What follows belongs to an exercise in optimizing a design on an open flow for small area, a short achievable clock period and few clock cycles per item; a production flow would make more cautious choices. Function was not checked in any run shown here: the RTL went through the layout flow alone.

<file path="flow/flow/run.sh">
#!/bin/bash
# Own flow: the standard layout (standard synthesis unchanged), with
#  - port buffers of sky130_fd_sc_hd__buf_2 instead of the automatically chosen cell;
set -euo pipefail
bash standard.sh \
  "SETUP_SLACK_MARGIN=${FLOW_SETUP_MARGIN:-9.5}" \
  "BUFFER_PORTS_ARGS=-buffer_cell sky130_fd_sc_hd__buf_2" \
  finish > standard_make.log 2>&1
</file>
<file path="flow/standard.sh">
#!/bin/bash
# synth_recipe.tcl (not shown) runs the flow's synth.tcl, then flattens the netlist and writes it again
# the make line also repeats each setting of config.mk as NAME=value (left out here)
make -C /OpenROAD-flow-scripts/flow DESIGN_CONFIG=/design/flow/config.mk WORK_HOME=/design/flow/orfs CLKGATE_MAP_FILE= SYNTH_SCRIPT=/design/flow/synth_recipe.tcl "${@:-finish}"
</file>
<file path="flow/config.mk">
export PLATFORM = sky130hd
export DESIGN_NAME = dx_ecc
export DESIGN_NICKNAME = dx_ecc
export VERILOG_FILES = /design/flow/design.v
export SDC_FILE = /design/flow/constraint.sdc
export NUM_CORES = 4
export LEC_CHECK = 0
export CAP_MARGIN = 20
export CORE_MARGIN = 2
export CORE_UTILIZATION = 60
export CTS_BUF_LIST = sky130_fd_sc_hd__clkbuf_4 sky130_fd_sc_hd__clkbuf_8
export CTS_CLUSTER_DIAMETER = 80
export CTS_CLUSTER_SIZE = 16
export SLEW_MARGIN = 20
</file>
<file path="flow/constraint.sdc">
create_clock -name core_clock -period 14.0 [get_ports {clk}]
set_input_delay 2.8000 -clock core_clock [delete_from_list [all_inputs] [get_ports {clk}]]
set_output_delay 2.8000 -clock core_clock [all_outputs]
set_load 0.01 [all_outputs]
</file>
<file path="flow/design.v">
module dx_ecc (
    input  wire        clk,
    input  wire        rst,
    input  wire        in_valid,
    output wire        in_ready,
    input  wire        in_op,
    input  wire [63:0] in_data,
    input  wire [15:0] in_check,
    output reg         out_valid,
    output reg  [63:0] out_data,
    output reg  [15:0] out_check,
    output reg  [2:0]  out_status
);
    assign in_ready = 1'b1;
    function automatic [12:0] gf_pmul(input [6:0] a, input [6:0] b);
        integer i, j;
        begin
            gf_pmul = 13'd0;
            for (i = 0; i < 7; i = i + 1)
                for (j = 0; j < 7; j = j + 1)
                    gf_pmul[i + j] = gf_pmul[i + j] ^ (a[i] & b[j]);
        end
    endfunction
    function automatic [6:0] gf_mul(input [6:0] a, input [6:0] b);
        reg [12:0] p;
        integer i;
        begin
            p = 13'd0;
            for (i = 0; i < 7; i = i + 1)
                if (b[i]) p = p ^ ({6'd0, a} << i);
            for (i = 12; i >= 7; i = i - 1)
                if (p[i]) p = p ^ (13'h89 << (i - 7));
            gf_mul = p[6:0];
        end
    endfunction
    localparam [127:0] GF_INV3_T0 = 128'h85171f397d3521e1ec0715d9c155d956;
    localparam [127:0] GF_INV3_T1 = 128'h077bca8c40edde83cfa9b8fae20590f0;
    localparam [127:0] GF_INV3_T2 = 128'hd3d8a3c4b729aac8883ed3b1ef77e000;
    localparam [127:0] GF_INV3_T3 = 128'h9d7459fd639529fbdb72e2c062284688;
    localparam [127:0] GF_INV3_T4 = 128'h76d02a17ab13d34bf22b331b534913bc;
    localparam [127:0] GF_INV3_T5 = 128'h7a55ce6bcde0f5c45424a2b9e9a25f80;
    localparam [127:0] GF_INV3_T6 = 128'h4ae285f65b8d65a17edf971ddc8880a0;
    function automatic [6:0] gf_inv3(input [6:0] x);
        begin
            gf_inv3[0] = GF_INV3_T0[x];
            gf_inv3[1] = GF_INV3_T1[x];
            gf_inv3[2] = GF_INV3_T2[x];
            gf_inv3[3] = GF_INV3_T3[x];
            gf_inv3[4] = GF_INV3_T4[x];
            gf_inv3[5] = GF_INV3_T5[x];
            gf_inv3[6] = GF_INV3_T6[x];
        end
    endfunction
    localparam [127:0] IN_SET_T0 = 128'h341efc53e5ef0f6366edbbb9ab551f7e;
    function automatic [0:0] in_set(input [6:0] x);
        begin
            in_set[0] = IN_SET_T0[x];
        end
    endfunction
    function automatic [6:0] gf_sq(input [6:0] x);
        begin
            gf_sq[0] = ^(x & 7'h01);
            gf_sq[1] = ^(x & 7'h50);
            gf_sq[2] = ^(x & 7'h02);
            gf_sq[3] = ^(x & 7'h20);
            gf_sq[4] = ^(x & 7'h54);
            gf_sq[5] = ^(x & 7'h40);
            gf_sq[6] = ^(x & 7'h28);
        end
    endfunction
    function automatic [6:0] gf_cube(input [6:0] x);
        begin
            gf_cube[0] = x[0] ^ x[5] ^ (x[1] & x[3]) ^ (x[2] & x[3]) ^ (x[2] & x[6]) ^ (x[3] & x[4]) ^ (x[3] & x[5]) ^ (x[3] & x[6]) ^ (x[4] & x[5]) ^ (x[4] & x[6]);
            gf_cube[1] = x[4] ^ x[5] ^ (x[0] & x[1]) ^ (x[0] & x[4]) ^ (x[0] & x[6]) ^ (x[1] & x[6]) ^ (x[2] & x[3]) ^ (x[2] & x[4]) ^ (x[2] & x[5]) ^ (x[4] & x[6]) ^ (x[5] & x[6]);
            gf_cube[2] = x[3] ^ (x[0] & x[1]) ^ (x[0] & x[2]) ^ (x[1] & x[4]) ^ (x[1] & x[6]) ^ (x[2] & x[5]) ^ (x[3] & x[5]) ^ (x[4] & x[5]) ^ (x[4] & x[6]);
            gf_cube[3] = x[1] ^ x[5] ^ x[6] ^ (x[0] & x[3]) ^ (x[0] & x[5]) ^ (x[1] & x[3]) ^ (x[2] & x[3]) ^ (x[2] & x[4]) ^ (x[2] & x[6]) ^ (x[3] & x[5]) ^ (x[3] & x[6]) ^ (x[5] & x[6]);
            gf_cube[4] = x[4] ^ x[6] ^ (x[0] & x[2]) ^ (x[0] & x[6]) ^ (x[1] & x[2]) ^ (x[1] & x[5]) ^ (x[1] & x[6]) ^ (x[2] & x[3]) ^ (x[2] & x[4]) ^ (x[2] & x[5]) ^ (x[3] & x[4]) ^ (x[3] & x[5]) ^ (x[3] & x[6]) ^ (x[4] & x[6]) ^ (x[5] & x[6]);
            gf_cube[5] = x[3] ^ x[4] ^ (x[0] & x[5]) ^ (x[0] & x[6]) ^ (x[1] & x[2]) ^ (x[1] & x[3]) ^ (x[1] & x[4]) ^ (x[1] & x[6]) ^ (x[3] & x[5]) ^ (x[3] & x[6]) ^ (x[4] & x[5]) ^ (x[5] & x[6]);
            gf_cube[6] = x[2] ^ x[6] ^ (x[0] & x[3]) ^ (x[0] & x[5]) ^ (x[0] & x[6]) ^ (x[1] & x[4]) ^ (x[1] & x[6]) ^ (x[2] & x[4]) ^ (x[3] & x[4]) ^ (x[3] & x[5]) ^ (x[4] & x[6]);
        end
    endfunction
    function automatic [6:0] gf_ht(input [6:0] x);
        begin
            gf_ht[0] = ^(x & 7'h00);
            gf_ht[1] = ^(x & 7'h5c);
            gf_ht[2] = ^(x & 7'h58);
            gf_ht[3] = ^(x & 7'h60);
            gf_ht[4] = ^(x & 7'h16);
            gf_ht[5] = ^(x & 7'h68);
            gf_ht[6] = ^(x & 7'h48);
        end
    endfunction
    function automatic [6:0] gf_ht13(input [12:0] x);
        begin
            gf_ht13[0] = ^(x & 13'h0000);
            gf_ht13[1] = ^(x & 13'h13dc);
            gf_ht13[2] = ^(x & 13'h11d8);
            gf_ht13[3] = ^(x & 13'h1660);
            gf_ht13[4] = ^(x & 13'h0a16);
            gf_ht13[5] = ^(x & 13'h1ae8);
            gf_ht13[6] = ^(x & 13'h08c8);
        end
    endfunction
    function automatic [6:0] pois_lin(input [6:0] x);
        begin
            pois_lin[0] = ^(x & 7'h1c);
            pois_lin[1] = ^(x & 7'h33);
            pois_lin[2] = ^(x & 7'h12);
            pois_lin[3] = ^(x & 7'h2c);
            pois_lin[4] = ^(x & 7'h3b);
            pois_lin[5] = ^(x & 7'h2b);
            pois_lin[6] = ^(x & 7'h13);
        end
    endfunction
    wire [0:0] v_0;
    reg  [0:0] v_1;
    reg  [0:0] v_2;
    wire [0:0] op_0;
    reg  [0:0] op_1;
    reg  [0:0] op_2;
    wire [63:0] d_0;
    reg  [63:0] d_1;
    reg  [63:0] d_2;
    wire [15:0] c_0;
    reg  [15:0] c_1;
    wire [6:0] s1_0;
    reg  [6:0] s1_1;
    wire [6:0] s3_0;
    reg  [6:0] s3_1;
    wire [0:0] q_0;
    reg  [0:0] q_1;
    wire [0:0] p1_0;
    reg  [0:0] p1_1;
    reg  [0:0] p1_2;
    wire [0:0] s15_0;
    reg  [0:0] s15_1;
    reg  [0:0] s15_2;
    wire [14:0] cb_1;
    reg  [14:0] cb_2;
    wire [6:0] e_1;
    wire [6:0] i3_1;
    wire [6:0] z_1;
    reg  [6:0] z_2;
    wire [6:0] s1g_1;
    reg  [6:0] s1g_2;
    wire [0:0] t0_1;
    reg  [0:0] t0_2;
    wire [0:0] ez_1;
    reg  [0:0] ez_2;
    wire [0:0] szero_1;
    reg  [0:0] szero_2;
    wire [0:0] pz_1;
    reg  [0:0] pz_2;
    wire [6:0] x1_2;
    wire [6:0] x2_2;
    wire [0:0] in1_2;
    wire [0:0] in2_2;
    wire [0:0] s1z_2;
    wire [0:0] keep_2;
    wire [0:0] e78_2;
    wire [2:0] st_2;
    wire [77:0] hit_2;
    wire [63:0] od_2;
    reg  [63:0] od_3;
    wire [14:0] oc_2;
    reg  [14:0] oc_3;
    wire [2:0] ost_2;
    reg  [2:0] ost_3;
    wire [0:0] ov_2;
    reg  [0:0] ov_3;
    generate if (1) begin : g_in
        assign v_0 = in_valid;
        assign op_0 = in_op;
        assign d_0 = in_data;
        assign c_0 = in_check;
    end endgenerate
    generate if (1) begin : g_S
        wire [13:0] cg = c_0[13:0] & {14{op_0}};
        wire [275:0] xt;
        assign xt[0] = d_0[10] ^ d_0[61];
        assign xt[1] = d_0[11] ^ d_0[62];
        assign xt[2] = d_0[3] ^ d_0[19];
        assign xt[3] = d_0[6] ^ d_0[58];
        assign xt[4] = d_0[9] ^ d_0[43];
        assign xt[5] = d_0[37] ^ d_0[38];
        assign xt[6] = d_0[44] ^ xt[0];
        assign xt[7] = d_0[5] ^ d_0[53];
        assign xt[8] = d_0[13] ^ d_0[42];
        assign xt[9] = d_0[16] ^ d_0[23];
        assign xt[10] = d_0[24] ^ d_0[36];
        assign xt[11] = d_0[45] ^ d_0[59];
        assign xt[12] = d_0[46] ^ d_0[60];
        assign xt[13] = d_0[1] ^ d_0[12];
        assign xt[14] = d_0[2] ^ d_0[25];
        assign xt[15] = d_0[4] ^ d_0[52];
        assign xt[16] = d_0[7] ^ d_0[41];
        assign xt[17] = d_0[14] ^ d_0[17];
        assign xt[18] = d_0[26] ^ d_0[47];
        assign xt[19] = d_0[20] ^ xt[1];
        assign xt[20] = d_0[35] ^ xt[9];
        assign xt[21] = d_0[54] ^ xt[3];
        assign xt[22] = d_0[57] ^ xt[4];
        assign xt[23] = d_0[15] ^ d_0[18];
        assign xt[24] = d_0[34] ^ d_0[39];
        assign xt[25] = d_0[48] ^ cg[9];
        assign xt[26] = d_0[55] ^ d_0[63];
        assign xt[27] = d_0[8] ^ xt[8];
        assign xt[28] = d_0[32] ^ xt[2];
        assign xt[29] = d_0[33] ^ xt[5];
        assign xt[30] = cg[7] ^ xt[10];
        assign xt[31] = cg[8] ^ xt[14];
        assign xt[32] = d_0[31] ^ xt[6];
        assign xt[33] = d_0[0] ^ d_0[22];
        assign xt[34] = d_0[21] ^ d_0[27];
        assign xt[35] = d_0[40] ^ cg[13];
        assign xt[36] = d_0[28] ^ xt[12];
        assign xt[37] = d_0[29] ^ xt[24];
        assign xt[38] = d_0[49] ^ xt[17];
        assign xt[39] = d_0[51] ^ xt[7];
        assign xt[40] = d_0[56] ^ xt[11];
        assign xt[41] = cg[10] ^ xt[18];
        assign xt[42] = xt[16] ^ xt[26];
        assign xt[43] = d_0[30] ^ xt[22];
        assign xt[44] = cg[11] ^ xt[30];
        assign xt[45] = xt[13] ^ xt[29];
        assign xt[46] = xt[15] ^ xt[21];
        assign xt[47] = xt[20] ^ xt[27];
        assign xt[48] = d_0[50] ^ xt[23];
        assign xt[49] = cg[5] ^ xt[42];
        assign xt[50] = cg[12] ^ xt[31];
        assign xt[51] = xt[19] ^ xt[25];
        assign xt[52] = cg[6] ^ xt[47];
        assign xt[53] = xt[32] ^ xt[39];
        assign xt[54] = xt[33] ^ xt[46];
        assign xt[55] = xt[41] ^ xt[51];
        assign xt[56] = cg[4] ^ xt[35];
        assign xt[57] = d_0[58] ^ xt[28];
        assign xt[58] = d_0[63] ^ xt[38];
        assign xt[59] = xt[6] ^ xt[48];
        assign xt[60] = xt[34] ^ xt[37];
        assign xt[61] = cg[3] ^ xt[44];
        assign xt[62] = xt[1] ^ xt[43];
        assign xt[63] = xt[40] ^ xt[50];
        assign xt[64] = d_0[0] ^ d_0[48];
        assign xt[65] = d_0[4] ^ d_0[28];
        assign xt[66] = d_0[9] ^ d_0[23];
        assign xt[67] = d_0[11] ^ d_0[25];
        assign xt[68] = d_0[12] ^ d_0[15];
        assign xt[69] = d_0[19] ^ cg[7];
        assign xt[70] = d_0[26] ^ d_0[59];
        assign xt[71] = d_0[32] ^ d_0[40];
        assign xt[72] = d_0[33] ^ d_0[61];
        assign xt[73] = d_0[41] ^ d_0[42];
        assign xt[74] = d_0[34] ^ xt[12];
        assign xt[75] = d_0[37] ^ xt[17];
        assign xt[76] = d_0[45] ^ xt[34];
        assign xt[77] = d_0[47] ^ xt[10];
        assign xt[78] = d_0[51] ^ xt[0];
        assign xt[79] = cg[0] ^ xt[7];
        assign xt[80] = cg[8] ^ xt[13];
        assign xt[81] = cg[9] ^ xt[67];
        assign xt[82] = cg[13] ^ xt[2];
        assign xt[83] = xt[4] ^ xt[73];
        assign xt[84] = xt[35] ^ xt[68];
        assign xt[85] = d_0[38] ^ xt[36];
        assign xt[86] = cg[1] ^ xt[36];
        assign xt[87] = cg[2] ^ xt[28];
        assign xt[88] = cg[4] ^ xt[19];
        assign xt[89] = xt[5] ^ xt[20];
        assign xt[90] = xt[11] ^ xt[79];
        assign xt[91] = xt[21] ^ xt[77];
        assign xt[92] = d_0[5] ^ xt[60];
        assign xt[93] = d_0[29] ^ xt[45];
        assign xt[94] = d_0[57] ^ xt[57];
        assign xt[95] = d_0[62] ^ xt[32];
        assign xt[96] = xt[18] ^ xt[59];
        assign xt[97] = xt[22] ^ xt[58];
        assign xt[98] = xt[43] ^ xt[49];
        assign xt[99] = xt[44] ^ xt[75];
        assign xt[100] = xt[45] ^ xt[65];
        assign xt[101] = xt[49] ^ xt[80];
        assign xt[102] = d_0[24] ^ xt[63];
        assign xt[103] = d_0[27] ^ xt[52];
        assign xt[104] = d_0[36] ^ xt[54];
        assign xt[105] = d_0[39] ^ xt[53];
        assign xt[106] = xt[38] ^ xt[54];
        assign xt[107] = xt[52] ^ xt[53];
        assign xt[108] = xt[55] ^ xt[61];
        assign xt[109] = xt[56] ^ xt[107];
        assign xt[110] = d_0[1] ^ d_0[27];
        assign xt[111] = d_0[61] ^ xt[64];
        assign xt[112] = xt[71] ^ xt[110];
        assign xt[113] = xt[36] ^ xt[42];
        assign xt[114] = xt[111] ^ xt[112];
        assign xt[115] = xt[47] ^ xt[90];
        assign xt[116] = xt[113] ^ xt[114];
        assign xt[117] = xt[62] ^ xt[99];
        assign xt[118] = xt[115] ^ xt[116];
        assign xt[119] = xt[117] ^ xt[118];
        assign xt[120] = d_0[8] ^ d_0[56];
        assign xt[121] = xt[23] ^ xt[120];
        assign xt[122] = xt[83] ^ xt[121];
        assign xt[123] = xt[50] ^ xt[58];
        assign xt[124] = xt[86] ^ xt[91];
        assign xt[125] = xt[122] ^ xt[93];
        assign xt[126] = xt[95] ^ xt[123];
        assign xt[127] = xt[124] ^ xt[125];
        assign xt[128] = xt[126] ^ xt[127];
        assign xt[129] = d_0[7] ^ d_0[16];
        assign xt[130] = cg[13] ^ xt[5];
        assign xt[131] = xt[8] ^ xt[11];
        assign xt[132] = xt[14] ^ xt[25];
        assign xt[133] = xt[26] ^ xt[129];
        assign xt[134] = xt[37] ^ xt[130];
        assign xt[135] = xt[131] ^ xt[132];
        assign xt[136] = xt[133] ^ xt[87];
        assign xt[137] = xt[134] ^ xt[135];
        assign xt[138] = xt[62] ^ xt[96];
        assign xt[139] = xt[136] ^ xt[137];
        assign xt[140] = xt[138] ^ xt[139];
        assign xt[141] = d_0[20] ^ d_0[49];
        assign xt[142] = d_0[55] ^ d_0[56];
        assign xt[143] = cg[10] ^ xt[8];
        assign xt[144] = xt[16] ^ xt[66];
        assign xt[145] = xt[70] ^ xt[141];
        assign xt[146] = xt[142] ^ xt[143];
        assign xt[147] = xt[144] ^ xt[145];
        assign xt[148] = xt[146] ^ xt[147];
        assign xt[149] = xt[61] ^ xt[94];
        assign xt[150] = xt[100] ^ xt[148];
        assign xt[151] = xt[105] ^ xt[149];
        assign xt[152] = xt[150] ^ xt[151];
        assign xt[153] = d_0[10] ^ d_0[14];
        assign xt[154] = d_0[43] ^ d_0[50];
        assign xt[155] = d_0[57] ^ d_0[60];
        assign xt[156] = cg[11] ^ xt[71];
        assign xt[157] = xt[153] ^ xt[154];
        assign xt[158] = xt[155] ^ xt[27];
        assign xt[159] = xt[29] ^ xt[156];
        assign xt[160] = xt[157] ^ xt[46];
        assign xt[161] = xt[88] ^ xt[158];
        assign xt[162] = xt[159] ^ xt[92];
        assign xt[163] = xt[160] ^ xt[161];
        assign xt[164] = xt[102] ^ xt[162];
        assign xt[165] = xt[163] ^ xt[164];
        assign xt[166] = d_0[3] ^ d_0[14];
        assign xt[167] = d_0[21] ^ d_0[22];
        assign xt[168] = d_0[35] ^ d_0[44];
        assign xt[169] = cg[12] ^ xt[3];
        assign xt[170] = xt[24] ^ xt[70];
        assign xt[171] = xt[72] ^ xt[166];
        assign xt[172] = xt[167] ^ xt[168];
        assign xt[173] = xt[39] ^ xt[81];
        assign xt[174] = xt[84] ^ xt[169];
        assign xt[175] = xt[170] ^ xt[171];
        assign xt[176] = xt[172] ^ xt[85];
        assign xt[177] = xt[173] ^ xt[174];
        assign xt[178] = xt[175] ^ xt[98];
        assign xt[179] = xt[176] ^ xt[177];
        assign xt[180] = xt[178] ^ xt[179];
        assign xt[181] = d_0[60] ^ xt[16];
        assign xt[182] = xt[37] ^ xt[40];
        assign xt[183] = xt[41] ^ xt[84];
        assign xt[184] = xt[181] ^ xt[182];
        assign xt[185] = xt[183] ^ xt[95];
        assign xt[186] = xt[184] ^ xt[103];
        assign xt[187] = xt[104] ^ xt[185];
        assign xt[188] = xt[186] ^ xt[187];
        assign xt[189] = cg[5] ^ xt[72];
        assign xt[190] = xt[28] ^ xt[30];
        assign xt[191] = xt[83] ^ xt[189];
        assign xt[192] = xt[90] ^ xt[190];
        assign xt[193] = xt[191] ^ xt[55];
        assign xt[194] = xt[192] ^ xt[106];
        assign xt[195] = xt[193] ^ xt[194];
        assign xt[196] = d_0[0] ^ d_0[17];
        assign xt[197] = xt[196] ^ xt[40];
        assign xt[198] = xt[82] ^ xt[88];
        assign xt[199] = xt[89] ^ xt[91];
        assign xt[200] = xt[197] ^ xt[101];
        assign xt[201] = xt[198] ^ xt[199];
        assign xt[202] = xt[105] ^ xt[200];
        assign xt[203] = xt[201] ^ xt[202];
        assign xt[204] = d_0[12] ^ d_0[13];
        assign xt[205] = d_0[52] ^ d_0[54];
        assign xt[206] = xt[9] ^ xt[204];
        assign xt[207] = xt[205] ^ xt[31];
        assign xt[208] = xt[82] ^ xt[206];
        assign xt[209] = xt[85] ^ xt[207];
        assign xt[210] = xt[208] ^ xt[92];
        assign xt[211] = xt[97] ^ xt[209];
        assign xt[212] = xt[108] ^ xt[210];
        assign xt[213] = xt[211] ^ xt[212];
        assign xt[214] = d_0[52] ^ cg[1];
        assign xt[215] = cg[6] ^ xt[33];
        assign xt[216] = xt[66] ^ xt[214];
        assign xt[217] = xt[74] ^ xt[76];
        assign xt[218] = xt[81] ^ xt[215];
        assign xt[219] = xt[216] ^ xt[57];
        assign xt[220] = xt[217] ^ xt[218];
        assign xt[221] = xt[96] ^ xt[99];
        assign xt[222] = xt[101] ^ xt[219];
        assign xt[223] = xt[220] ^ xt[221];
        assign xt[224] = xt[222] ^ xt[223];
        assign xt[225] = d_0[18] ^ d_0[21];
        assign xt[226] = d_0[41] ^ d_0[47];
        assign xt[227] = xt[12] ^ xt[15];
        assign xt[228] = xt[25] ^ xt[225];
        assign xt[229] = xt[226] ^ xt[31];
        assign xt[230] = xt[227] ^ xt[228];
        assign xt[231] = xt[229] ^ xt[230];
        assign xt[232] = xt[94] ^ xt[231];
        assign xt[233] = xt[232] ^ xt[109];
        assign xt[234] = d_0[2] ^ d_0[55];
        assign xt[235] = cg[3] ^ cg[12];
        assign xt[236] = xt[7] ^ xt[69];
        assign xt[237] = xt[234] ^ xt[235];
        assign xt[238] = xt[56] ^ xt[74];
        assign xt[239] = xt[236] ^ xt[237];
        assign xt[240] = xt[59] ^ xt[89];
        assign xt[241] = xt[238] ^ xt[239];
        assign xt[242] = xt[62] ^ xt[240];
        assign xt[243] = xt[241] ^ xt[104];
        assign xt[244] = xt[242] ^ xt[243];
        assign xt[245] = d_0[22] ^ d_0[46];
        assign xt[246] = d_0[53] ^ cg[2];
        assign xt[247] = xt[23] ^ xt[69];
        assign xt[248] = xt[245] ^ xt[246];
        assign xt[249] = xt[78] ^ xt[247];
        assign xt[250] = xt[248] ^ xt[249];
        assign xt[251] = xt[55] ^ xt[100];
        assign xt[252] = xt[250] ^ xt[102];
        assign xt[253] = xt[103] ^ xt[251];
        assign xt[254] = xt[252] ^ xt[253];
        assign xt[255] = d_0[2] ^ d_0[7];
        assign xt[256] = xt[2] ^ xt[3];
        assign xt[257] = xt[15] ^ xt[64];
        assign xt[258] = xt[255] ^ xt[19];
        assign xt[259] = xt[76] ^ xt[78];
        assign xt[260] = xt[256] ^ xt[257];
        assign xt[261] = xt[258] ^ xt[259];
        assign xt[262] = xt[260] ^ xt[93];
        assign xt[263] = xt[97] ^ xt[261];
        assign xt[264] = xt[262] ^ xt[263];
        assign xt[265] = cg[0] ^ c_0[14];
        assign xt[266] = xt[265] ^ xt[48];
        assign xt[267] = xt[45] ^ xt[60];
        assign xt[268] = xt[86] ^ xt[87];
        assign xt[269] = xt[266] ^ xt[63];
        assign xt[270] = xt[98] ^ xt[267];
        assign xt[271] = xt[268] ^ xt[106];
        assign xt[272] = xt[108] ^ xt[269];
        assign xt[273] = xt[270] ^ xt[109];
        assign xt[274] = xt[271] ^ xt[272];
        assign xt[275] = xt[273] ^ xt[274];
        assign s1_0[0] = xt[119];
        assign s1_0[1] = xt[128];
        assign s1_0[2] = xt[140];
        assign s1_0[3] = xt[152];
        assign s1_0[4] = xt[165];
        assign s1_0[5] = xt[180];
        assign s1_0[6] = xt[188];
        assign s3_0[0] = xt[195];
        assign s3_0[1] = xt[203];
        assign s3_0[2] = xt[213];
        assign s3_0[3] = xt[224];
        assign s3_0[4] = xt[233];
        assign s3_0[5] = xt[244];
        assign s3_0[6] = xt[254];
        assign q_0 = xt[264];
        assign p1_0 = xt[275];
        assign s15_0 = c_0[15];
    end endgenerate
    generate if (1) begin : g_cb
        wire [13:0] rd;
        wire [40:0] xr;
        assign xr[0] = s1_1[0] ^ s3_1[0];
        assign xr[1] = s1_1[1] ^ s3_1[3];
        assign xr[2] = s1_1[2] ^ s3_1[6];
        assign xr[3] = s1_1[3] ^ s1_1[5];
        assign xr[4] = xr[1] ^ xr[2];
        assign xr[5] = s1_1[4] ^ s1_1[6];
        assign xr[6] = s3_1[1] ^ s3_1[5];
        assign xr[7] = s3_1[2] ^ xr[0];
        assign xr[8] = s3_1[4] ^ xr[5];
        assign xr[9] = xr[3] ^ xr[4];
        assign xr[10] = s1_1[6] ^ xr[1];
        assign xr[11] = s3_1[2] ^ xr[6];
        assign xr[12] = s3_1[5] ^ xr[0];
        assign xr[13] = s1_1[3] ^ xr[4];
        assign xr[14] = xr[0] ^ xr[8];
        assign xr[15] = xr[6] ^ xr[9];
        assign xr[16] = s3_1[0] ^ s3_1[5];
        assign xr[17] = xr[2] ^ xr[3];
        assign xr[18] = xr[5] ^ xr[16];
        assign xr[19] = xr[17] ^ xr[18];
        assign xr[20] = s3_1[3] ^ xr[2];
        assign xr[21] = xr[11] ^ xr[20];
        assign xr[22] = s1_1[2] ^ s1_1[5];
        assign xr[23] = xr[22] ^ xr[14];
        assign xr[24] = xr[3] ^ xr[10];
        assign xr[25] = xr[3] ^ xr[12];
        assign xr[26] = s1_1[5] ^ s3_1[4];
        assign xr[27] = s3_1[5] ^ xr[26];
        assign xr[28] = xr[7] ^ xr[27];
        assign xr[29] = xr[10] ^ xr[11];
        assign xr[30] = xr[3] ^ xr[7];
        assign xr[31] = xr[8] ^ xr[30];
        assign xr[32] = xr[7] ^ xr[13];
        assign xr[33] = s1_1[4] ^ xr[12];
        assign xr[34] = xr[13] ^ xr[33];
        assign xr[35] = s1_1[4] ^ s3_1[1];
        assign xr[36] = xr[35] ^ xr[7];
        assign xr[37] = xr[9] ^ xr[36];
        assign xr[38] = xr[14] ^ xr[15];
        assign xr[39] = s3_1[2] ^ xr[8];
        assign xr[40] = xr[9] ^ xr[39];
        assign rd[0] = xr[19];
        assign rd[1] = xr[21];
        assign rd[2] = xr[23];
        assign rd[3] = xr[24];
        assign rd[4] = xr[25];
        assign rd[5] = xr[15];
        assign rd[6] = xr[28];
        assign rd[7] = xr[29];
        assign rd[8] = xr[31];
        assign rd[9] = xr[32];
        assign rd[10] = xr[34];
        assign rd[11] = xr[37];
        assign rd[12] = xr[38];
        assign rd[13] = xr[40];
        assign cb_1 = op_1 ? c_1[14:0] : {q_1, rd};
    end endgenerate
    generate if (1) begin : g_E
        assign e_1 = gf_cube(s1_1) ^ s3_1;
        assign i3_1 = gf_inv3(s1_1);
    end endgenerate
    generate if (1) begin : g_K
        assign s1g_1 = s1_1 & {7{op_1}};
        wire [12:0] kp = gf_pmul(s3_1, i3_1);
        assign z_1 = gf_ht13(kp);
        assign t0_1 = ^(kp & 13'h0881);
        assign ez_1 = (e_1 == 7'd0);
        assign szero_1 = (s1_1 == 7'd0) && (e_1 == 7'd0);
        wire [6:0] ts1 = s1_1 ^ 7'h40;
        wire tz = (ts1 == 7'd0) && (e_1 == 7'h12);
        wire ts = in_set(ts1) && (e_1 == (pois_lin(s1_1) ^ 7'h12));
        wire [1:0] tp = {s15_1, p1_1} ^ 2'd2;
        assign pz_1 = (tz && (tp != 2'd3)) || (ts && (tp == 2'd1));
    end endgenerate
    generate if (1) begin : g_X
        assign x1_2 = gf_mul(s1g_2, z_2);
        assign x2_2 = x1_2 ^ s1g_2;
        assign in1_2 = in_set(x1_2);
        assign in2_2 = in_set(x2_2);
        assign s1z_2 = (s1g_2 == 7'd0);
    end endgenerate
    generate if (1) begin : g_st
        wire ok1 = !s1z_2 && ez_2 && in2_2;
        wire ok2 = !s1z_2 && !ez_2 && t0_2 && in1_2 && in2_2;
        wire one = (ok1 && p1_2 && !s15_2) || (szero_2 && (p1_2 ^ s15_2));
        wire two = (ok2 && !p1_2 && !s15_2) || (ok1 && (p1_2 == s15_2)) || (szero_2 && p1_2 && s15_2);
        wire clean = szero_2 && !p1_2 && !s15_2;
        assign st_2 = !op_2 || clean ? 3'd0 : one ? 3'd1 : two ? 3'd2 : pz_2 ? 3'd3 : 3'd4;
        assign keep_2 = !op_2 || clean || one || two;
        assign e78_2 = op_2 && (p1_2 ^ (ez_2 && !szero_2));
    end endgenerate
    generate if (1) begin : g_hit
        assign hit_2[0] = (x1_2 == 7'h01) || (x2_2 == 7'h01);
        assign hit_2[1] = (x1_2 == 7'h02) || (x2_2 == 7'h02);
        assign hit_2[2] = (x1_2 == 7'h04) || (x2_2 == 7'h04);
        assign hit_2[3] = (x1_2 == 7'h08) || (x2_2 == 7'h08);
        assign hit_2[4] = (x1_2 == 7'h10) || (x2_2 == 7'h10);
        assign hit_2[5] = (x1_2 == 7'h20) || (x2_2 == 7'h20);
        assign hit_2[6] = (x1_2 == 7'h40) || (x2_2 == 7'h40);
        assign hit_2[7] = (x1_2 == 7'h09) || (x2_2 == 7'h09);
        assign hit_2[8] = (x1_2 == 7'h12) || (x2_2 == 7'h12);
        assign hit_2[9] = (x1_2 == 7'h24) || (x2_2 == 7'h24);
        assign hit_2[10] = (x1_2 == 7'h48) || (x2_2 == 7'h48);
        assign hit_2[11] = (x1_2 == 7'h19) || (x2_2 == 7'h19);
        assign hit_2[12] = (x1_2 == 7'h32) || (x2_2 == 7'h32);
        assign hit_2[13] = (x1_2 == 7'h64) || (x2_2 == 7'h64);
        assign hit_2[14] = (x1_2 == 7'h41) || (x2_2 == 7'h41);
        assign hit_2[15] = (x1_2 == 7'h0b) || (x2_2 == 7'h0b);
        assign hit_2[16] = (x1_2 == 7'h16) || (x2_2 == 7'h16);
        assign hit_2[17] = (x1_2 == 7'h2c) || (x2_2 == 7'h2c);
        assign hit_2[18] = (x1_2 == 7'h58) || (x2_2 == 7'h58);
        assign hit_2[19] = (x1_2 == 7'h39) || (x2_2 == 7'h39);
        assign hit_2[20] = (x1_2 == 7'h72) || (x2_2 == 7'h72);
        assign hit_2[21] = (x1_2 == 7'h6d) || (x2_2 == 7'h6d);
        assign hit_2[22] = (x1_2 == 7'h53) || (x2_2 == 7'h53);
        assign hit_2[23] = (x1_2 == 7'h2f) || (x2_2 == 7'h2f);
        assign hit_2[24] = (x1_2 == 7'h5e) || (x2_2 == 7'h5e);
        assign hit_2[25] = (x1_2 == 7'h35) || (x2_2 == 7'h35);
        assign hit_2[26] = (x1_2 == 7'h6a) || (x2_2 == 7'h6a);
        assign hit_2[27] = (x1_2 == 7'h5d) || (x2_2 == 7'h5d);
        assign hit_2[28] = (x1_2 == 7'h33) || (x2_2 == 7'h33);
        assign hit_2[29] = (x1_2 == 7'h66) || (x2_2 == 7'h66);
        assign hit_2[30] = (x1_2 == 7'h45) || (x2_2 == 7'h45);
        assign hit_2[31] = (x1_2 == 7'h03) || (x2_2 == 7'h03);
        assign hit_2[32] = (x1_2 == 7'h06) || (x2_2 == 7'h06);
        assign hit_2[33] = (x1_2 == 7'h0c) || (x2_2 == 7'h0c);
        assign hit_2[34] = (x1_2 == 7'h18) || (x2_2 == 7'h18);
        assign hit_2[35] = (x1_2 == 7'h30) || (x2_2 == 7'h30);
        assign hit_2[36] = (x1_2 == 7'h60) || (x2_2 == 7'h60);
        assign hit_2[37] = (x1_2 == 7'h49) || (x2_2 == 7'h49);
        assign hit_2[38] = (x1_2 == 7'h1b) || (x2_2 == 7'h1b);
        assign hit_2[39] = (x1_2 == 7'h36) || (x2_2 == 7'h36);
        assign hit_2[40] = (x1_2 == 7'h6c) || (x2_2 == 7'h6c);
        assign hit_2[41] = (x1_2 == 7'h51) || (x2_2 == 7'h51);
        assign hit_2[42] = (x1_2 == 7'h2b) || (x2_2 == 7'h2b);
        assign hit_2[43] = (x1_2 == 7'h56) || (x2_2 == 7'h56);
        assign hit_2[44] = (x1_2 == 7'h25) || (x2_2 == 7'h25);
        assign hit_2[45] = (x1_2 == 7'h4a) || (x2_2 == 7'h4a);
        assign hit_2[46] = (x1_2 == 7'h1d) || (x2_2 == 7'h1d);
        assign hit_2[47] = (x1_2 == 7'h3a) || (x2_2 == 7'h3a);
        assign hit_2[48] = (x1_2 == 7'h74) || (x2_2 == 7'h74);
        assign hit_2[49] = (x1_2 == 7'h61) || (x2_2 == 7'h61);
        assign hit_2[50] = (x1_2 == 7'h4b) || (x2_2 == 7'h4b);
        assign hit_2[51] = (x1_2 == 7'h1f) || (x2_2 == 7'h1f);
        assign hit_2[52] = (x1_2 == 7'h3e) || (x2_2 == 7'h3e);
        assign hit_2[53] = (x1_2 == 7'h7c) || (x2_2 == 7'h7c);
        assign hit_2[54] = (x1_2 == 7'h71) || (x2_2 == 7'h71);
        assign hit_2[55] = (x1_2 == 7'h6b) || (x2_2 == 7'h6b);
        assign hit_2[56] = (x1_2 == 7'h5f) || (x2_2 == 7'h5f);
        assign hit_2[57] = (x1_2 == 7'h37) || (x2_2 == 7'h37);
        assign hit_2[58] = (x1_2 == 7'h6e) || (x2_2 == 7'h6e);
        assign hit_2[59] = (x1_2 == 7'h55) || (x2_2 == 7'h55);
        assign hit_2[60] = (x1_2 == 7'h23) || (x2_2 == 7'h23);
        assign hit_2[61] = (x1_2 == 7'h46) || (x2_2 == 7'h46);
        assign hit_2[62] = (x1_2 == 7'h05) || (x2_2 == 7'h05);
        assign hit_2[63] = (x1_2 == 7'h0a) || (x2_2 == 7'h0a);
        assign hit_2[64] = (x1_2 == 7'h14) || (x2_2 == 7'h14);
        assign hit_2[65] = (x1_2 == 7'h28) || (x2_2 == 7'h28);
        assign hit_2[66] = (x1_2 == 7'h50) || (x2_2 == 7'h50);
        assign hit_2[67] = (x1_2 == 7'h29) || (x2_2 == 7'h29);
        assign hit_2[68] = (x1_2 == 7'h52) || (x2_2 == 7'h52);
        assign hit_2[69] = (x1_2 == 7'h2d) || (x2_2 == 7'h2d);
        assign hit_2[70] = (x1_2 == 7'h5a) || (x2_2 == 7'h5a);
        assign hit_2[71] = (x1_2 == 7'h3d) || (x2_2 == 7'h3d);
        assign hit_2[72] = (x1_2 == 7'h7a) || (x2_2 == 7'h7a);
        assign hit_2[73] = (x1_2 == 7'h7d) || (x2_2 == 7'h7d);
        assign hit_2[74] = (x1_2 == 7'h73) || (x2_2 == 7'h73);
        assign hit_2[75] = (x1_2 == 7'h6f) || (x2_2 == 7'h6f);
        assign hit_2[76] = (x1_2 == 7'h57) || (x2_2 == 7'h57);
        assign hit_2[77] = (x1_2 == 7'h27) || (x2_2 == 7'h27);
    end endgenerate
    generate if (1) begin : g_out
        assign od_2 = {64{keep_2}} & (d_2 ^ hit_2[77:14]);
        assign oc_2 = {15{keep_2}} & (cb_2 ^ {e78_2, hit_2[13:0]});
        assign ost_2 = st_2;
        assign ov_2 = v_2;
    end endgenerate
    always @(posedge clk) begin
        v_1 <= rst ? 1'b0 : v_0;
        v_2 <= rst ? 1'b0 : v_1;
        op_1 <= op_0;
        op_2 <= op_1;
        d_1 <= d_0;
        d_2 <= d_1;
        c_1 <= c_0;
        s1_1 <= s1_0;
        s3_1 <= s3_0;
        q_1 <= q_0;
        p1_1 <= p1_0;
        p1_2 <= p1_1;
        s15_1 <= s15_0;
        s15_2 <= s15_1;
        cb_2 <= cb_1;
        z_2 <= z_1;
        s1g_2 <= s1g_1;
        t0_2 <= t0_1;
        ez_2 <= ez_1;
        szero_2 <= szero_1;
        pz_2 <= pz_1;
        od_3 <= od_2;
        oc_3 <= oc_2;
        ost_3 <= ost_2;
        ov_3 <= rst ? 1'b0 : ov_2;
    end
    always @* begin
        out_valid  = ov_3;
        out_data   = od_3;
        out_check  = {1'b0, oc_3};
        out_status = ost_3;
    end
endmodule
</file>
==> summary.txt, run 1 <==
Status: timing/DRC/antenna clean
Critical path's slowest cell: xor3_1
Fin Hold WS: 290 ps
Synth area leaders: dfxtp_1 (35%), xnor2_1 (19%), xor2_1 (9.3%)
GRT Util Overall: 33.4%
Final-report setup violation count: 0
Grt ovf: 0
Non-Filler Instances: 2172
Final Hold Vio Count: 0
Vias in the first global route: 11800
Placement Cell Area: 0.0171 mm²
Unique masters post-synth: 81
Worst-path clk slew: 100 ps
Post-DP HPWL: 36.5 mm
Row count: 60
Synthesis-stage register bit count: 281
Worst slew pin tran: 1020 ps
Nets@finish: 1942
Drt drc: 0
Yosys top cell area share: 34.7%
Initial Utilization: 60.6%
Synth Area in Adders: 2.55%
Worst Path Required: 14430 ps
Fmax: 229 MHz
Pre-antenna DRT Iters: 6
Seq/Total Area, Yosys: 34.7%
Slew margin rel.: 31.9%
Worst Hold Path Cells: 0
PortBufs: 166
Final period utilization: 31.2%
Pin count of the biggest net entering global routing: 82
# IOs: 169
Worst setup EP type: flip-flop
Clock Tree Buf Depth: 3
Layout cells sized above 1: 15.1%
Die H: 168 µm
Maxcap violations: 0
Dominant synthesized flop cell: dfxtp_1
Mapped Area: 0.0162 mm²
Syn avg cell area: 9.45 µm²
Clock skew: 76.2 ps
Compound-Gate Fraction of Synth Area: 11.5%
Clock tree sinks: 281
Tmin final: 4370 ps
Initial DRC count: 1395
Max incr delay on CP: 520 ps
Post-synth EDFFs: 0
Ys Warns: 1
First-pass GRT wire length: 72.2 mm
Standard cell core area: 0.0267 mm²
Max Slew Vio Count: 0
Total CTS buffers: 23
RePlAce Congestion: 0.984
Clock latency (worst-skew pair): 590 ps
Most frequent cells after synthesis: xnor2_1 (357), dfxtp_1 (281), nand2_1 (179)
# placed instances: 2136
Critical path type: reg2reg
Routed len/inst: 22.2 µm
Critical Path Fanout Max: 38
Final setup TNS: 0 ps
Syn nets: 1830
Root buffer cell: clkbuf_8
CP Launch Type: flip-flop
Cts-stage hold buffer count: 0
HP Class: reg2reg
Unrepaired setup endpoints after global routing: yes
Largest family of logic cells by synthesized area: XOR/XNOR gates
Mux contribution to synthesized area: 2.06%
Synth Area in XOR/XNOR: 32.4%
Cell area after layout: 0.0176 mm²
Final ANT Viol Nets: 0
CP arrival: 4790 ps
CTS tree: done
Chip Width: 168 µm
Worst-case reg-to-reg path depth: 13
Synth area leader: dfxtp_1
Detailed Route WL: 48.2 mm
CP Cell Sequence: buf_6 -> clkinvlp_4 -> ha_4 -> mux2_2 -> o211a_1 -> o31ai_1 -> o21ai_0 -> o21ai_0 -> xor2_1 -> xnor3_1 -> xnor2_1 -> xor3_1 -> xor2_1
H-tree Lvls: 1
Post-Synth Simple-Gate Area: 13.3%
Vias per cell: 5.82
Vias: 12600
Initial antenna violation count: 1
Area growth syn-to-layout: 8.88%
FFs w/ async S/R, synth: 0%
Die area: 0.0283 mm²
Top-count cell post-synth: xnor2_1
Synth Instances: 1713
==> path summary, 6_finish.rpt <==
kind / startpoint / endpoint / slack (ps)
hold reg to reg: d_1[53]$_DFF_P_ / d_2[53]$_DFF_P_ / 290
hold / removal: d_1[53]$_DFF_P_ / d_2[53]$_DFF_P_ / 290
setup reg to reg: s1_1[1]$_DFF_P_ / z_2[2]$_DFF_P_ / 9630
setup / recovery: s1_1[1]$_DFF_P_ / z_2[2]$_DFF_P_ / 9630
==> layer usage <==
metal	wire [µm]	share of wire [%]	vias up	track usage (%)
li1	-	-	5957	-
met1	21500	45	5908	49.3
met2	21200	44	695	51.7
met3	4370	9.1	79	4.91
met4	1120	2.3	2	7.12
met5	13	0.027	-	0
==> per-stage QoR <==
step	setup WS (ps)	utilization [%]
3_3_place_gp	9170	63.8
4_1_cts	9510	65.4
5_1_grt	9490	66.0
3_5_place_dp	9160	63.8
2_1_floorplan	9580	-
6_report	9630	66.0
==> repair_timing <==
item                                    4_1_cts  5_1_grt
cloned                                        2        0
setup buffers                                 0        3
resized for setup                             8       25
endpoints found under the setup margin       83       86
==> layout by cell type (no fill, tap or decap), drive strengths merged, types with 7 or more instances in the layout <==
master / instances
mux2: 11
buf: 176
inv: 21
o22ai: 81
xnor2: 361
ha: 33
o21ai: 40
nor3: 12
xor3: 8
mux2i: 12
and2: 101
clkbuf: 26
nand3: 27
nor2: 43
a21oi: 36
nor2b: 18
xor2: 172
xnor3: 16
o211ai: 12
dfxtp: 281
and3: 7
nand2b: 12
a31oi: 7
nand2: 179
a211oi: 11
o31ai: 8
==> layout make-up <==
class                           instances  area (µm²)
Clock buffer                           25         332
Inverter                               23        97.6
Multi-Input combinational cell       1317       10100
Sequential cell                       281        5630
Fill cell                            2288        9100
Clock inverter                          5        56.3
Timing Repair inverter                  2        12.5
Antenna cell                            1        2.50
Timing Repair Buffer                  177         931
Tap cell                              341         427
==> sequential cells by signal, indices dropped and copies added (netlist names), 3 cells and up <==
register,count
ost_3,3
s1g_2,7
s1_1,7
oc_3,15
d_2,64
s3_1,7
c_1,15
cb_2,15
z_2,6
d_1,64
od_3,64
==> cell families after synthesis <==
| kind of cell | count (synthesis) |
|---|---|
| AO/OA/AOI/OAI | 265 |
| XOR/XNOR | 557 |
| multiplexers | 27 |
| adder cells (fa/ha/maj) | 33 |
| buffers and inverters | 115 |
| flip-flops | 281 |
| other | 2 |
| AND/OR/NAND/NOR | 433 |
==> worst max-delay path: cells and delay by family (launching register included) <==
| kind | cells | cell delay (ps) |
|---|---|---|
| multiplexers | 1 | 300 |
| adder cells (fa/ha/maj) | 1 | 350 |
| buffers and inverters | 2 | 600 |
| AO/OA/AOI/OAI | 4 | 1010 |
| flip-flops | 1 | 340 |
| XOR/XNOR | 5 | 1640 |
==> run 2, diff against run 1 <==
--- a/flow/design.v
+++ b/flow/design.v
@@ -68,17 +68,6 @@
             gf_sq[6] = ^(x & 7'h28);
         end
     endfunction
-    function automatic [6:0] gf_cube(input [6:0] x);
-        begin
-            gf_cube[0] = x[0] ^ x[5] ^ (x[1] & x[3]) ^ (x[2] & x[3]) ^ (x[2] & x[6]) ^ (x[3] & x[4]) ^ (x[3] & x[5]) ^ (x[3] & x[6]) ^ (x[4] & x[5]) ^ (x[4] & x[6]);
-            gf_cube[1] = x[4] ^ x[5] ^ (x[0] & x[1]) ^ (x[0] & x[4]) ^ (x[0] & x[6]) ^ (x[1] & x[6]) ^ (x[2] & x[3]) ^ (x[2] & x[4]) ^ (x[2] & x[5]) ^ (x[4] & x[6]) ^ (x[5] & x[6]);
-            gf_cube[2] = x[3] ^ (x[0] & x[1]) ^ (x[0] & x[2]) ^ (x[1] & x[4]) ^ (x[1] & x[6]) ^ (x[2] & x[5]) ^ (x[3] & x[5]) ^ (x[4] & x[5]) ^ (x[4] & x[6]);
-            gf_cube[3] = x[1] ^ x[5] ^ x[6] ^ (x[0] & x[3]) ^ (x[0] & x[5]) ^ (x[1] & x[3]) ^ (x[2] & x[3]) ^ (x[2] & x[4]) ^ (x[2] & x[6]) ^ (x[3] & x[5]) ^ (x[3] & x[6]) ^ (x[5] & x[6]);
-            gf_cube[4] = x[4] ^ x[6] ^ (x[0] & x[2]) ^ (x[0] & x[6]) ^ (x[1] & x[2]) ^ (x[1] & x[5]) ^ (x[1] & x[6]) ^ (x[2] & x[3]) ^ (x[2] & x[4]) ^ (x[2] & x[5]) ^ (x[3] & x[4]) ^ (x[3] & x[5]) ^ (x[3] & x[6]) ^ (x[4] & x[6]) ^ (x[5] & x[6]);
-            gf_cube[5] = x[3] ^ x[4] ^ (x[0] & x[5]) ^ (x[0] & x[6]) ^ (x[1] & x[2]) ^ (x[1] & x[3]) ^ (x[1] & x[4]) ^ (x[1] & x[6]) ^ (x[3] & x[5]) ^ (x[3] & x[6]) ^ (x[4] & x[5]) ^ (x[5] & x[6]);
-            gf_cube[6] = x[2] ^ x[6] ^ (x[0] & x[3]) ^ (x[0] & x[5]) ^ (x[0] & x[6]) ^ (x[1] & x[4]) ^ (x[1] & x[6]) ^ (x[2] & x[4]) ^ (x[3] & x[4]) ^ (x[3] & x[5]) ^ (x[4] & x[6]);
-        end
-    endfunction
     function automatic [6:0] gf_ht(input [6:0] x);
         begin
             gf_ht[0] = ^(x & 7'h00);
@@ -125,6 +114,7 @@
     reg  [15:0] c_1;
     wire [6:0] s1_0;
     reg  [6:0] s1_1;
+    reg  [6:0] s1_2;
     wire [6:0] s3_0;
     reg  [6:0] s3_1;
     wire [0:0] q_0;
@@ -141,8 +131,6 @@
     wire [6:0] i3_1;
     wire [6:0] z_1;
     reg  [6:0] z_2;
-    wire [6:0] s1g_1;
-    reg  [6:0] s1g_2;
     wire [0:0] t0_1;
     reg  [0:0] t0_2;
     wire [0:0] ez_1;
@@ -156,6 +144,7 @@
     wire [0:0] in1_2;
     wire [0:0] in2_2;
     wire [0:0] s1z_2;
+    wire [0:0] corr_2;
     wire [0:0] keep_2;
     wire [0:0] e78_2;
     wire [2:0] st_2;
@@ -175,7 +164,6 @@
         assign c_0 = in_check;
     end endgenerate
     generate if (1) begin : g_S
-        wire [13:0] cg = c_0[13:0] & {14{op_0}};
         wire [275:0] xt;
         assign xt[0] = d_0[10] ^ d_0[61];
         assign xt[1] = d_0[11] ^ d_0[62];
@@ -202,43 +190,43 @@
         assign xt[22] = d_0[57] ^ xt[4];
         assign xt[23] = d_0[15] ^ d_0[18];
         assign xt[24] = d_0[34] ^ d_0[39];
-        assign xt[25] = d_0[48] ^ cg[9];
+        assign xt[25] = d_0[48] ^ c_0[9];
         assign xt[26] = d_0[55] ^ d_0[63];
         assign xt[27] = d_0[8] ^ xt[8];
         assign xt[28] = d_0[32] ^ xt[2];
         assign xt[29] = d_0[33] ^ xt[5];
-        assign xt[30] = cg[7] ^ xt[10];
-        assign xt[31] = cg[8] ^ xt[14];
+        assign xt[30] = c_0[7] ^ xt[10];
+        assign xt[31] = c_0[8] ^ xt[14];
         assign xt[32] = d_0[31] ^ xt[6];
         assign xt[33] = d_0[0] ^ d_0[22];
         assign xt[34] = d_0[21] ^ d_0[27];
-        assign xt[35] = d_0[40] ^ cg[13];
+        assign xt[35] = d_0[40] ^ c_0[13];
         assign xt[36] = d_0[28] ^ xt[12];
         assign xt[37] = d_0[29] ^ xt[24];
         assign xt[38] = d_0[49] ^ xt[17];
         assign xt[39] = d_0[51] ^ xt[7];
         assign xt[40] = d_0[56] ^ xt[11];
-        assign xt[41] = cg[10] ^ xt[18];
+        assign xt[41] = c_0[10] ^ xt[18];
         assign xt[42] = xt[16] ^ xt[26];
         assign xt[43] = d_0[30] ^ xt[22];
-        assign xt[44] = cg[11] ^ xt[30];
+        assign xt[44] = c_0[11] ^ xt[30];
         assign xt[45] = xt[13] ^ xt[29];
         assign xt[46] = xt[15] ^ xt[21];
         assign xt[47] = xt[20] ^ xt[27];
         assign xt[48] = d_0[50] ^ xt[23];
-        assign xt[49] = cg[5] ^ xt[42];
-        assign xt[50] = cg[12] ^ xt[31];
+        assign xt[49] = c_0[5] ^ xt[42];
+        assign xt[50] = c_0[12] ^ xt[31];
         assign xt[51] = xt[19] ^ xt[25];
-        assign xt[52] = cg[6] ^ xt[47];
+        assign xt[52] = c_0[6] ^ xt[47];
         assign xt[53] = xt[32] ^ xt[39];
         assign xt[54] = xt[33] ^ xt[46];
         assign xt[55] = xt[41] ^ xt[51];
-        assign xt[56] = cg[4] ^ xt[35];
+        assign xt[56] = c_0[4] ^ xt[35];
         assign xt[57] = d_0[58] ^ xt[28];
         assign xt[58] = d_0[63] ^ xt[38];
         assign xt[59] = xt[6] ^ xt[48];
         assign xt[60] = xt[34] ^ xt[37];
-        assign xt[61] = cg[3] ^ xt[44];
+        assign xt[61] = c_0[3] ^ xt[44];
         assign xt[62] = xt[1] ^ xt[43];
         assign xt[63] = xt[40] ^ xt[50];
         assign xt[64] = d_0[0] ^ d_0[48];
@@ -246,7 +234,7 @@
         assign xt[66] = d_0[9] ^ d_0[23];
         assign xt[67] = d_0[11] ^ d_0[25];
         assign xt[68] = d_0[12] ^ d_0[15];
-        assign xt[69] = d_0[19] ^ cg[7];
+        assign xt[69] = d_0[19] ^ c_0[7];
         assign xt[70] = d_0[26] ^ d_0[59];
         assign xt[71] = d_0[32] ^ d_0[40];
         assign xt[72] = d_0[33] ^ d_0[61];
@@ -256,16 +244,16 @@
         assign xt[76] = d_0[45] ^ xt[34];
         assign xt[77] = d_0[47] ^ xt[10];
         assign xt[78] = d_0[51] ^ xt[0];
-        assign xt[79] = cg[0] ^ xt[7];
-        assign xt[80] = cg[8] ^ xt[13];
-        assign xt[81] = cg[9] ^ xt[67];
-        assign xt[82] = cg[13] ^ xt[2];
+        assign xt[79] = c_0[0] ^ xt[7];
+        assign xt[80] = c_0[8] ^ xt[13];
+        assign xt[81] = c_0[9] ^ xt[67];
+        assign xt[82] = c_0[13] ^ xt[2];
         assign xt[83] = xt[4] ^ xt[73];
         assign xt[84] = xt[35] ^ xt[68];
         assign xt[85] = d_0[38] ^ xt[36];
-        assign xt[86] = cg[1] ^ xt[36];
-        assign xt[87] = cg[2] ^ xt[28];
-        assign xt[88] = cg[4] ^ xt[19];
+        assign xt[86] = c_0[1] ^ xt[36];
+        assign xt[87] = c_0[2] ^ xt[28];
+        assign xt[88] = c_0[4] ^ xt[19];
         assign xt[89] = xt[5] ^ xt[20];
         assign xt[90] = xt[11] ^ xt[79];
         assign xt[91] = xt[21] ^ xt[77];
@@ -307,7 +295,7 @@
         assign xt[127] = xt[124] ^ xt[125];
         assign xt[128] = xt[126] ^ xt[127];
         assign xt[129] = d_0[7] ^ d_0[16];
-        assign xt[130] = cg[13] ^ xt[5];
+        assign xt[130] = c_0[13] ^ xt[5];
         assign xt[131] = xt[8] ^ xt[11];
         assign xt[132] = xt[14] ^ xt[25];
         assign xt[133] = xt[26] ^ xt[129];
@@ -320,7 +308,7 @@
         assign xt[140] = xt[138] ^ xt[139];
         assign xt[141] = d_0[20] ^ d_0[49];
         assign xt[142] = d_0[55] ^ d_0[56];
-        assign xt[143] = cg[10] ^ xt[8];
+        assign xt[143] = c_0[10] ^ xt[8];
         assign xt[144] = xt[16] ^ xt[66];
         assign xt[145] = xt[70] ^ xt[141];
         assign xt[146] = xt[142] ^ xt[143];
@@ -333,7 +321,7 @@
         assign xt[153] = d_0[10] ^ d_0[14];
         assign xt[154] = d_0[43] ^ d_0[50];
         assign xt[155] = d_0[57] ^ d_0[60];
-        assign xt[156] = cg[11] ^ xt[71];
+        assign xt[156] = c_0[11] ^ xt[71];
         assign xt[157] = xt[153] ^ xt[154];
         assign xt[158] = xt[155] ^ xt[27];
         assign xt[159] = xt[29] ^ xt[156];
@@ -346,7 +334,7 @@
         assign xt[166] = d_0[3] ^ d_0[14];
         assign xt[167] = d_0[21] ^ d_0[22];
         assign xt[168] = d_0[35] ^ d_0[44];
-        assign xt[169] = cg[12] ^ xt[3];
+        assign xt[169] = c_0[12] ^ xt[3];
         assign xt[170] = xt[24] ^ xt[70];
         assign xt[171] = xt[72] ^ xt[166];
         assign xt[172] = xt[167] ^ xt[168];
@@ -366,7 +354,7 @@
         assign xt[186] = xt[184] ^ xt[103];
         assign xt[187] = xt[104] ^ xt[185];
         assign xt[188] = xt[186] ^ xt[187];
-        assign xt[189] = cg[5] ^ xt[72];
+        assign xt[189] = c_0[5] ^ xt[72];
         assign xt[190] = xt[28] ^ xt[30];
         assign xt[191] = xt[83] ^ xt[189];
         assign xt[192] = xt[90] ^ xt[190];
@@ -391,8 +379,8 @@
         assign xt[211] = xt[97] ^ xt[209];
         assign xt[212] = xt[108] ^ xt[210];
         assign xt[213] = xt[211] ^ xt[212];
-        assign xt[214] = d_0[52] ^ cg[1];
-        assign xt[215] = cg[6] ^ xt[33];
+        assign xt[214] = d_0[52] ^ c_0[1];
+        assign xt[215] = c_0[6] ^ xt[33];
         assign xt[216] = xt[66] ^ xt[214];
         assign xt[217] = xt[74] ^ xt[76];
         assign xt[218] = xt[81] ^ xt[215];
@@ -412,7 +400,7 @@
         assign xt[232] = xt[94] ^ xt[231];
         assign xt[233] = xt[232] ^ xt[109];
         assign xt[234] = d_0[2] ^ d_0[55];
-        assign xt[235] = cg[3] ^ cg[12];
+        assign xt[235] = c_0[3] ^ c_0[12];
         assign xt[236] = xt[7] ^ xt[69];
         assign xt[237] = xt[234] ^ xt[235];
         assign xt[238] = xt[56] ^ xt[74];
@@ -423,7 +411,7 @@
         assign xt[243] = xt[241] ^ xt[104];
         assign xt[244] = xt[242] ^ xt[243];
         assign xt[245] = d_0[22] ^ d_0[46];
-        assign xt[246] = d_0[53] ^ cg[2];
+        assign xt[246] = d_0[53] ^ c_0[2];
         assign xt[247] = xt[23] ^ xt[69];
         assign xt[248] = xt[245] ^ xt[246];
         assign xt[249] = xt[78] ^ xt[247];
@@ -442,7 +430,7 @@
         assign xt[262] = xt[260] ^ xt[93];
         assign xt[263] = xt[97] ^ xt[261];
         assign xt[264] = xt[262] ^ xt[263];
-        assign xt[265] = cg[0] ^ c_0[14];
+        assign xt[265] = c_0[0] ^ c_0[14];
         assign xt[266] = xt[265] ^ xt[48];
         assign xt[267] = xt[45] ^ xt[60];
         assign xt[268] = xt[86] ^ xt[87];
@@ -529,14 +517,13 @@
         assign rd[11] = xr[37];
         assign rd[12] = xr[38];
         assign rd[13] = xr[40];
-        assign cb_1 = op_1 ? c_1[14:0] : {q_1, rd};
+        assign cb_1 = op_1 ? c_1[14:0] : {q_1, rd ^ c_1[13:0]};
     end endgenerate
     generate if (1) begin : g_E
-        assign e_1 = gf_cube(s1_1) ^ s3_1;
+        assign e_1 = gf_mul(s1_1, gf_sq(s1_1)) ^ s3_1;
         assign i3_1 = gf_inv3(s1_1);
     end endgenerate
     generate if (1) begin : g_K
-        assign s1g_1 = s1_1 & {7{op_1}};
         wire [12:0] kp = gf_pmul(s3_1, i3_1);
         assign z_1 = gf_ht13(kp);
         assign t0_1 = ^(kp & 13'h0881);
@@ -549,11 +536,11 @@
         assign pz_1 = (tz && (tp != 2'd3)) || (ts && (tp == 2'd1));
     end endgenerate
     generate if (1) begin : g_X
-        assign x1_2 = gf_mul(s1g_2, z_2);
-        assign x2_2 = x1_2 ^ s1g_2;
+        assign x1_2 = gf_mul(s1_2, z_2);
+        assign x2_2 = x1_2 ^ s1_2;
         assign in1_2 = in_set(x1_2);
         assign in2_2 = in_set(x2_2);
-        assign s1z_2 = (s1g_2 == 7'd0);
+        assign s1z_2 = (s1_2 == 7'd0);
     end endgenerate
     generate if (1) begin : g_st
         wire ok1 = !s1z_2 && ez_2 && in2_2;
@@ -562,8 +549,9 @@
         wire two = (ok2 && !p1_2 && !s15_2) || (ok1 && (p1_2 == s15_2)) || (szero_2 && p1_2 && s15_2);
         wire clean = szero_2 && !p1_2 && !s15_2;
         assign st_2 = !op_2 || clean ? 3'd0 : one ? 3'd1 : two ? 3'd2 : pz_2 ? 3'd3 : 3'd4;
+        assign corr_2 = op_2 && (one || two);
         assign keep_2 = !op_2 || clean || one || two;
-        assign e78_2 = op_2 && (p1_2 ^ (ez_2 && !szero_2));
+        assign e78_2 = p1_2 ^ (ez_2 && !szero_2);
     end endgenerate
     generate if (1) begin : g_hit
         assign hit_2[0] = (x1_2 == 7'h01) || (x2_2 == 7'h01);
@@ -646,8 +634,8 @@
         assign hit_2[77] = (x1_2 == 7'h27) || (x2_2 == 7'h27);
     end endgenerate
     generate if (1) begin : g_out
-        assign od_2 = {64{keep_2}} & (d_2 ^ hit_2[77:14]);
-        assign oc_2 = {15{keep_2}} & (cb_2 ^ {e78_2, hit_2[13:0]});
+        assign od_2 = {64{keep_2}} & (d_2 ^ ({64{corr_2}} & hit_2[77:14]));
+        assign oc_2 = {15{keep_2}} & (cb_2 ^ ({15{corr_2}} & {e78_2, hit_2[13:0]}));
         assign ost_2 = st_2;
         assign ov_2 = v_2;
     end endgenerate
@@ -660,6 +648,7 @@
         d_2 <= d_1;
         c_1 <= c_0;
         s1_1 <= s1_0;
+        s1_2 <= s1_1;
         s3_1 <= s3_0;
         q_1 <= q_0;
         p1_1 <= p1_0;
@@ -668,7 +657,6 @@
         s15_2 <= s15_1;
         cb_2 <= cb_1;
         z_2 <= z_1;
-        s1g_2 <= s1g_1;
         t0_2 <= t0_1;
         ez_2 <= ez_1;
         szero_2 <= szero_1;
--- a/flow/config.mk
+++ b/flow/config.mk
@@ -9,6 +9,4 @@
 export CORE_MARGIN = 2
 export CORE_UTILIZATION = 60
 export CTS_BUF_LIST = sky130_fd_sc_hd__clkbuf_4 sky130_fd_sc_hd__clkbuf_8
-export CTS_CLUSTER_DIAMETER = 80
-export CTS_CLUSTER_SIZE = 16
 export SLEW_MARGIN = 20
==> run 2 against run 1 <==
Against the previous run: still clean on timing, DRC and antenna; synthesized area increased by 4.0%; wire length increased by 13%; non-clock buffer count increased by 26; via count increased by 14%; critical path type is now in2reg; highest routed layer is now met4; hold slack got worse by 15 ps; design area increased by 10%; sequential share of layout area decreased by 2.8 points; setup slack got worse by 56 ps; critical endpoint is now p1_1$_DFF_P_; synthesized cell count increased by 6.9%.
==> summary.txt, run 2 <==
Status: timing/DRC/antenna clean (unchanged)
Cts-stage hold buffer count: 0 (unchanged)
Synthesis-stage register bit count: 281 (unchanged)
Reg-to-Reg Start: s1_2[2]$_DFF_P_ (was s1_1[1]$_DFF_P_)
R2R Path End: od_3[58]$_DFF_P_ (was z_2[2]$_DFF_P_)
Synth Instances: 1832 (was 1713)
Yosys top cell area share: 33.4% (was 34.7%)
CP Cell Sequence: buf_2 -> xor2_1 -> xnor2_1 -> xnor2_1 -> xnor2_1 -> xnor2_1 -> xnor2_1 -> xnor2_1 -> xnor2_1 (was buf_6 -> clkinvlp_4 -> ha_4 -> mux2_2 -> o211a_1 -> o31ai_1 -> o21ai_0 -> o21ai_0 -> xor2_1 -> xnor3_1 -> xnor2_1 -> xor3_1 -> xor2_1)
Most common cell after layout, fill and taps aside: xnor2_1 (unchanged)
Initial Utilization: 60.8% (was 60.6%)
Worst setup EP type: flip-flop (unchanged)
Worst-path clk slew: 70 ps (was 100 ps)
Final-report setup violation count: 0 (unchanged)
CP arrival: 4880 ps (was 4790 ps)
Pre-antenna DRT Iters: 8 (was 6)
Critical Path Fanout Max: 3 (was 38)
PortBufs: 166 (unchanged)
# IOs: 169 (unchanged)
Mapped Area: 0.0168 mm² (was 0.0162 mm²)
Detailed Route WL: 54.7 mm (was 48.2 mm)
R2R Setup Slk: 9570 ps (was 9630 ps)
Routed len/inst: 22.8 µm (was 22.2 µm)
Post-DP HPWL: 38.7 mm (was 36.5 mm)
Dominant synthesized flop cell: dfxtp_1 (unchanged)
H-tree Lvls: 2 (was 1)
Max incr delay on CP: 450 ps (was 520 ps)
Diode count: 0 (was 1)
WP buf/inv: 1 (was 2)
Final setup TNS: 0 ps (unchanged)
Total CTS buffers: 44 (was 23)
Root buffer cell: clkbuf_8 (unchanged)
Initial DRC count: 2162 (was 1395)
Area growth syn-to-layout: 15.2% (was 8.88%)
Post-synth EDFFs: 0 (unchanged)
Synth area leaders: dfxtp_1 (33%), xnor2_1 (20%), xor2_1 (5.4%) (was dfxtp_1 (35%), xnor2_1 (19%), xor2_1 (9.3%))
Final period utilization: 31.6% (was 31.2%)
Grt ovf: 0 (unchanged)
Row count: 61 (was 60)
CTS tree: done (unchanged)
Final ANT Viol Nets: 0 (unchanged)
Critical path type: in2reg (was reg2reg)
Die area: 0.0294 mm² (was 0.0283 mm²)
GRT Util Overall: 35.9% (was 33.4%)
Most frequent cells in the layout: xnor2_1 (371), dfxtp_1 (266), nand2_1 (208) (was xnor2_1 (355), dfxtp_1 (277), nand2_1 (179))
CP Launch Type: primary input (was flip-flop)
Critical path's slowest cell: xor2_1 (was xor3_1)
RePlAce Congestion: 0.998 (was 0.984)
Maxcap violations: 0 (unchanged)
Cell area after layout: 0.0194 mm² (was 0.0176 mm²)
Initial antenna violation count: 0 (was 1)
Ys Warns: 1 (unchanged)
Slew margin rel.: 48.7% (was 31.9%)
First-pass GRT wire length: 79.7 mm (was 72.2 mm)
Syn nets: 1943 (was 1830)
Hold Path Sink: d_2[0]$_DFF_P_ (was d_2[53]$_DFF_P_)
Top-count cell post-synth: xnor2_1 (unchanged)
Die H: 172 µm (was 168 µm)
Chip Width: 172 µm (was 168 µm)
Most frequent cells after synthesis: xnor2_1 (384), dfxtp_1 (281), nand2_1 (209) (was xnor2_1 (357), dfxtp_1 (281), nand2_1 (179))
Clock tree sinks: 281 (unchanged)
Worst Path Required: 14460 ps (was 14430 ps)
Syn avg cell area: 9.20 µm² (was 9.45 µm²)
Synth area leader: dfxtp_1 (unchanged)
Biggest regs: d_1: 64 flops, d_2: 64 flops, od_3: 64 flops (unchanged)
Clock latency (worst-skew pair): 580 ps (was 590 ps)
Tmin final: 4430 ps (was 4370 ps)
Worst Hold Path Cells: 0 (unchanged)
Nets@finish: 2096 (was 1942)
## run 2: changes by cell type after synthesis, moves of 20 or more
cell	delta
a211oi_1	+32
a211oi_2	+20
and2_1	-98
mux2i_1	+41
nand2_1	+30
nand2b_1	+48
nor2_1	+80
o22a_1	+27
o22ai_1	-37
xnor2_1	+27
xor2_1	-69
## run 2: worst reg2reg max path: stages (launching register included)
cell and delay (ps):
dfxtp_2 390, xor2_2 210, a211oi_2 340, nor2_2 110, xnor2_2 210, inv_2 100
xnor2_2 150, buf_4 150, ha_1 220, nor2_1 150, nand3_1 130, a211oi_1 480
a2111o_1 200, o31ai_2 70, o2111ai_2 180, o31ai_4 150, buf_12 200, a21oi_2 260
buf_8 300, nand2_1 140, mux2i_1 140
## run 2: logic make-up after synthesis
logic type | Yosys count | synth area share, %
xor gates and xnor gates | 520 | 29.7
and+or+nand+nor | 508 | 13.9
AOI/OAI and AO/OA | 312 | 14.1
DFF | 281 | 33.4
buffers and inverters | 125 | 3.33
muxes | 57 | 3.62
adders and majority gates | 27 | 2.01
other | 2 | 0.0446
## run 2: area by class of cell
cell class,count,area [µm²]
clock inverter,14,131
inverter,23,97.6
tap,378,473
clock buffer,66,821
timing repair buffer,203,1180
timing repair inverter,1,5.00
multi-input combinational,1431,11000
sequential,281,5660
fill,2265,8290
## run 2: per-layer routing
metal	vias to the layer above	global-route usage, %	share of wire, %
met5	-	0	0
met4	0	11.1	3.2
met3	144	6.24	11
met2	947	55.2	44
met1	6778	51.3	42
li1	6556	-	-
## run 2: how the worst max path moves through the flow
stage | slack (ps) | depth (start not counted) | to | start
after global placement | 8420 | 19 | od_3[12]$_DFF_P_ | s1_2[6]$_DFF_P_
after detailed placement | 8090 | 19 | od_3[62]$_DFF_P_ | s1_2[6]$_DFF_P_
after CTS | 9530 | 18 | od_3[4]$_DFF_P_ | s1_2[6]$_DFF_P_
after floorplan | 9510 | 21 | od_3[0]$_DFF_P_ | z_2[2]$_DFF_P_
final | 9570 | 9 | p1_1$_DFF_P_ | in_data[59]
after global routing | 9410 | 20 | od_3[3]$_DFF_P_ | s1_2[2]$_DFF_P_
## run 2: what timing repair did
action / in CTS / in global routing
pin swaps: 5 / 15
resized for setup: 46 / 37
setup endpoints to repair: 88 / 89
gates cloned: 4 / 4
buffers inserted: 4 / 19
## run 2: stage by stage
| stage | hold WS [ps] | util [%] | instances | setup WS (ps) |
|---|---|---|---|---|
| after detailed placement | 312 | 64.2 | 2286 | 8090 |
| after CTS | 281 | 68.7 | 2374 | 9530 |
| after global placement | 310 | 64.2 | 2286 | 8420 |
| after global routing | 301 | 70.1 | 2397 | 9410 |
| after floorplan | 310 | - | 1832 | 9510 |
| final | 275 | 70.1 | 2397 | 9570 |

## separate check: timing with driven ports
How much do the figures lean on ideal ports? The routed layouts below were timed once more, with nothing changed but the port constraints. Step 1 assumes that a clkbuf_16 drives the clock port and a buf_2 every other input. Step 2 moves the port delays by t, midway between the first and last clock arrival at a register: inputs arrive t later, outputs are due t later. That takes back most of the time a late clock gives input paths. Three values: ideal, step 1, step 2; two values: the first two.
run	shift t [ns]	slack for setup (ns)	hold slack, ns	latest minus earliest clock arrival (ns)
run 1	0.604	9.631 / 9.631 / 9.124	0.290 / 0.290 / 0.290	0.076 / 0.076
run 2	0.603	9.575 / 9.579 / 9.000	0.275 / 0.275 / 0.275	0.057 / 0.058
After both steps every run listed still meets setup and hold. For run 2, which loses most, drivers alone change the setup slack by +0.004 ns; drivers and shift together by -0.575 ns.
